This is an optimization exercise on Yosys and OpenROAD, whose aim is small area and a short achievable clock period, not a production implementation. The RTL was checked by simulation tests, not by an equivalence proof against the original design. Power and IR drop assume default switching activity.

## squall_q0
module squall_q0 #(
    parameter DEPTH = 32,
    parameter AW    = 5
) (
    input  wire        clk,
    input  wire        rst,           
    input  wire        ev_valid,
    input  wire [63:0] ev_time,
    input  wire [15:0] ev_code,
    input  wire [7:0]  ev_src,
    input  wire [7:0]  ev_count,
    input  wire [31:0] ev_arg,
    input  wire        fr_ready,
    output reg         fr_valid,
    output wire [63:0] fr_time,
    output wire [15:0] fr_code,
    output wire [7:0]  fr_src,
    output wire [7:0]  fr_count,
    output wire [31:0] fr_arg,
    output reg  [AW:0] level,
    input  wire        lost_clr,
    output reg  [31:0] lost
);
Size in the first run: about 12000 cells after synthesis, ~300 I/O pins, about 180000 um^2 of cells after synthesis.
clock: 36.0 ns
lec_check: 0
abc_clock_period_in_ps: 2000
cap_margin: 20
core_margin: 2
core_utilization: 40
cts_cluster_diameter: 80
cts_cluster_size: 25
slew_margin: 20
standard.sh (not shown) runs the stock make flow with config.mk's settings and CLKGATE_MAP_FILE= SYNTH_SCRIPT=/design/flow/synth_recipe.tcl, a recipe that flattens the netlist after the stock synthesis.
==> flow/flow/run.sh <==
#!/bin/bash
# The standard layout, with timing repair after CTS and global routing
# aiming at a setup slack well above zero at the design's clock period.
set -euo pipefail
bash standard.sh SETUP_SLACK_MARGIN=27 finish > standard.log 2>&1
Then changed:
--- a/flow/design.v
+++ b/flow/design.v
@@ -7,42 +7,39 @@
     input  wire        ev_valid,
     input  wire [63:0] ev_time,
     input  wire [15:0] ev_code,
     input  wire [7:0]  ev_src,
     input  wire [7:0]  ev_count,
     input  wire [31:0] ev_arg,
     input  wire        fr_ready,
     output reg         fr_valid,
     output wire [63:0] fr_time,
     output wire [15:0] fr_code,
     output wire [7:0]  fr_src,
-    output wire [7:0]  fr_count,
+    output reg  [7:0]  fr_count,
     output wire [31:0] fr_arg,
     output reg  [AW:0] level,
     input  wire        lost_clr,
     output reg  [31:0] lost
 );
     reg [63:0] e_time  [0:DEPTH-1];
     reg [15:0] e_code  [0:DEPTH-1];
     reg [7:0]  e_src   [0:DEPTH-1];
     reg [7:0]  e_count [0:DEPTH-1];
     reg [31:0] e_arg   [0:DEPTH-1];
     reg [63:0]      pw_time;
     reg [15:0]      pw_code;
     reg [7:0]       pw_src;
     reg [7:0]       pw_count;
     reg [31:0]      pw_arg;
-    reg [DEPTH-1:0] pw_slot;         
-    reg             pw_app;          
-    reg             pw_rep;          
-    wire [DEPTH-1:0] pw_oh = pw_slot & {DEPTH{pw_app | pw_rep}};
+    reg [DEPTH-1:0] pw_oh;
     reg [AW-1:0] head;
     reg [AW-1:0] tail;
     reg          full;
     reg          one;             
     wire pop       = fr_valid && fr_ready;
     wire space     = !full || fr_ready;
     wire do_lose   = ev_valid && full && !fr_ready;
     wire do_append = ev_valid && space;
     wire [7:0] in_count = (ev_count == 8'd0) ? 8'd1 : ev_count;
     wire [1:0] in_sev   = ev_code[11:10];
     reg [1:0]       sev [0:DEPTH-1];
@@ -119,30 +116,27 @@
                     e_count[g] <= pw_count;
             end
         end
     endgenerate
     always @(posedge clk) begin
         pw_time  <= ev_time;
         pw_code  <= ev_code;
         pw_src   <= ev_src;
         pw_count <= in_count;
         pw_arg   <= ev_arg;
         pm_match <= match;
-        pw_slot  <= space ? tail_oh : repl_oh;
         if (rst) begin
-            pw_app   <= 1'b0;
-            pw_rep   <= 1'b0;
+            pw_oh    <= {DEPTH{1'b0}};
             pm_valid <= 1'b0;
         end else begin
-            pw_app   <= do_append;
-            pw_rep   <= repl_ok;
+            pw_oh    <= ({DEPTH{do_append}} & tail_oh) | ({DEPTH{repl_ok}} & repl_oh);
             pm_valid <= do_merge;
         end
     end
     reg [63:0] nx_time;
     reg [15:0] nx_code;
     reg [7:0]  nx_src;
     reg [7:0]  nx_count;
     reg [31:0] nx_arg;
     always @* begin
         if (|(pw_oh & next_oh)) begin
             nx_time = pw_time; nx_code = pw_code; nx_src = pw_src; nx_count = pw_count; nx_arg = pw_arg;
@@ -155,28 +149,22 @@
                 nx_count = nx_count | (e_count[i] & {8{next_oh[i]}});
                 nx_arg   = nx_arg   | (e_arg[i]   & {32{next_oh[i]}});
             end
             if (pm_valid && |(merge_oh & next_oh) && nx_count != 8'hFF)
                 nx_count = nx_count + 8'd1;
         end
     end
     wire hd_from_ev  = (do_append && (!fr_valid || (one && fr_ready))) ||
                        (repl_ok && |(repl_oh & head_oh));
     wire hd_from_nx  = pop && !one;
     wire hd_inc      = do_lose && |(match & head_oh) && !(|(match & ~head_oh));
-    reg  [7:0] hd_cnt;
-    reg  [7:0] hd_cnt1;
-    reg        hd_merged;
-    wire [7:0] hd_count = hd_merged ? hd_cnt1 : hd_cnt;
-    assign fr_count = hd_sel ? hd_count : pw_count;
-    wire [7:0] cnt_n  = hd_from_nx ? nx_count : fr_count;
     reg [63:0] hd_time;
     reg [15:0] hd_code;
     reg [7:0]  hd_src;
     reg [31:0] hd_arg;
     reg        sel;
     reg        hd_sel;           
     assign fr_time = sel    ? pw_time : hd_time;
     assign fr_code = hd_sel ? hd_code : pw_code;
     assign fr_src  = hd_sel ? hd_src  : pw_src;
     assign fr_arg  = hd_sel ? hd_arg  : pw_arg;
     always @(posedge clk) begin
@@ -185,25 +173,28 @@
         if (hd_from_nx) begin
             hd_time <= nx_time;
             hd_code <= nx_code;
             hd_src  <= nx_src;
             hd_arg  <= nx_arg;
         end else if (sel) begin
             hd_time <= pw_time;
             hd_code <= pw_code;
             hd_src  <= pw_src;
             hd_arg  <= pw_arg;
         end
-        hd_cnt    <= cnt_n;
-        hd_cnt1   <= (cnt_n == 8'hFF) ? cnt_n : cnt_n + 8'd1;
-        hd_merged <= hd_inc;
+        if (hd_from_ev)
+            fr_count <= in_count;
+        else if (hd_from_nx)
+            fr_count <= nx_count;
+        else if (hd_inc && fr_count != 8'hFF)
+            fr_count <= fr_count + 8'd1;
     end
     wire [AW:0] level_n = level + {{AW{1'b0}}, do_append} - {{AW{1'b0}}, pop};
     always @(posedge clk) begin
         if (rst) begin
             head     <= {AW{1'b0}};
             tail     <= {AW{1'b0}};
             full     <= 1'b0;
             one      <= 1'b0;
             fr_valid <= 1'b0;
             level    <= {(AW+1){1'b0}};
             lost     <= 32'd0;
=> The new run reached the layout checks and failed them: slew limit; final cell count went down slightly; global-route usage came out lower by 1.1 points; via count goes down slightly; hold slack improves by 34 ps; die area drops slightly; count of clock-buffer cells in the layout went down by 17; non-clock buffer count is higher by 37; power went down by a few percent; wire length drops by a few percent; synthesized cell count decreases slightly.

[port drivers added, routing unchanged]
In the flow no input, the clock included, has a driving cell. The finished layouts below were timed again as built, in two steps. Step 1 (the two cells are an assumption about what drives the block):
set clk [get_ports {clk}]
set_driving_cell -lib_cell sky130_fd_sc_hd__clkbuf_16 $clk
set_driving_cell -lib_cell sky130_fd_sc_hd__buf_2 [delete_from_list [all_inputs] $clk]
Step 2 adds t to the input delays and takes it off the output delays; t is the mean of the earliest and latest rising clock arrival at the registers after step 1. Input paths then give back, and output paths get back, about the clock's delay inside the block. Three values: ideal, step 1, step 2; two values: the first two.
run	t (ns)	slack for setup (ns)	worst setup path after step 2	clock arrival spread, ns	cell pins on the clock port's net
the first run	1.123	26.269 / 26.146 / 25.412	input to register	0.139 / 0.138	1
the second run	1.109	25.997 / 26.019 / 24.942	input to register	0.092 / 0.093	1
For the second run, which loses most, drivers alone change the setup slack by +0.022 ns; drivers and shift together by -1.055 ns.
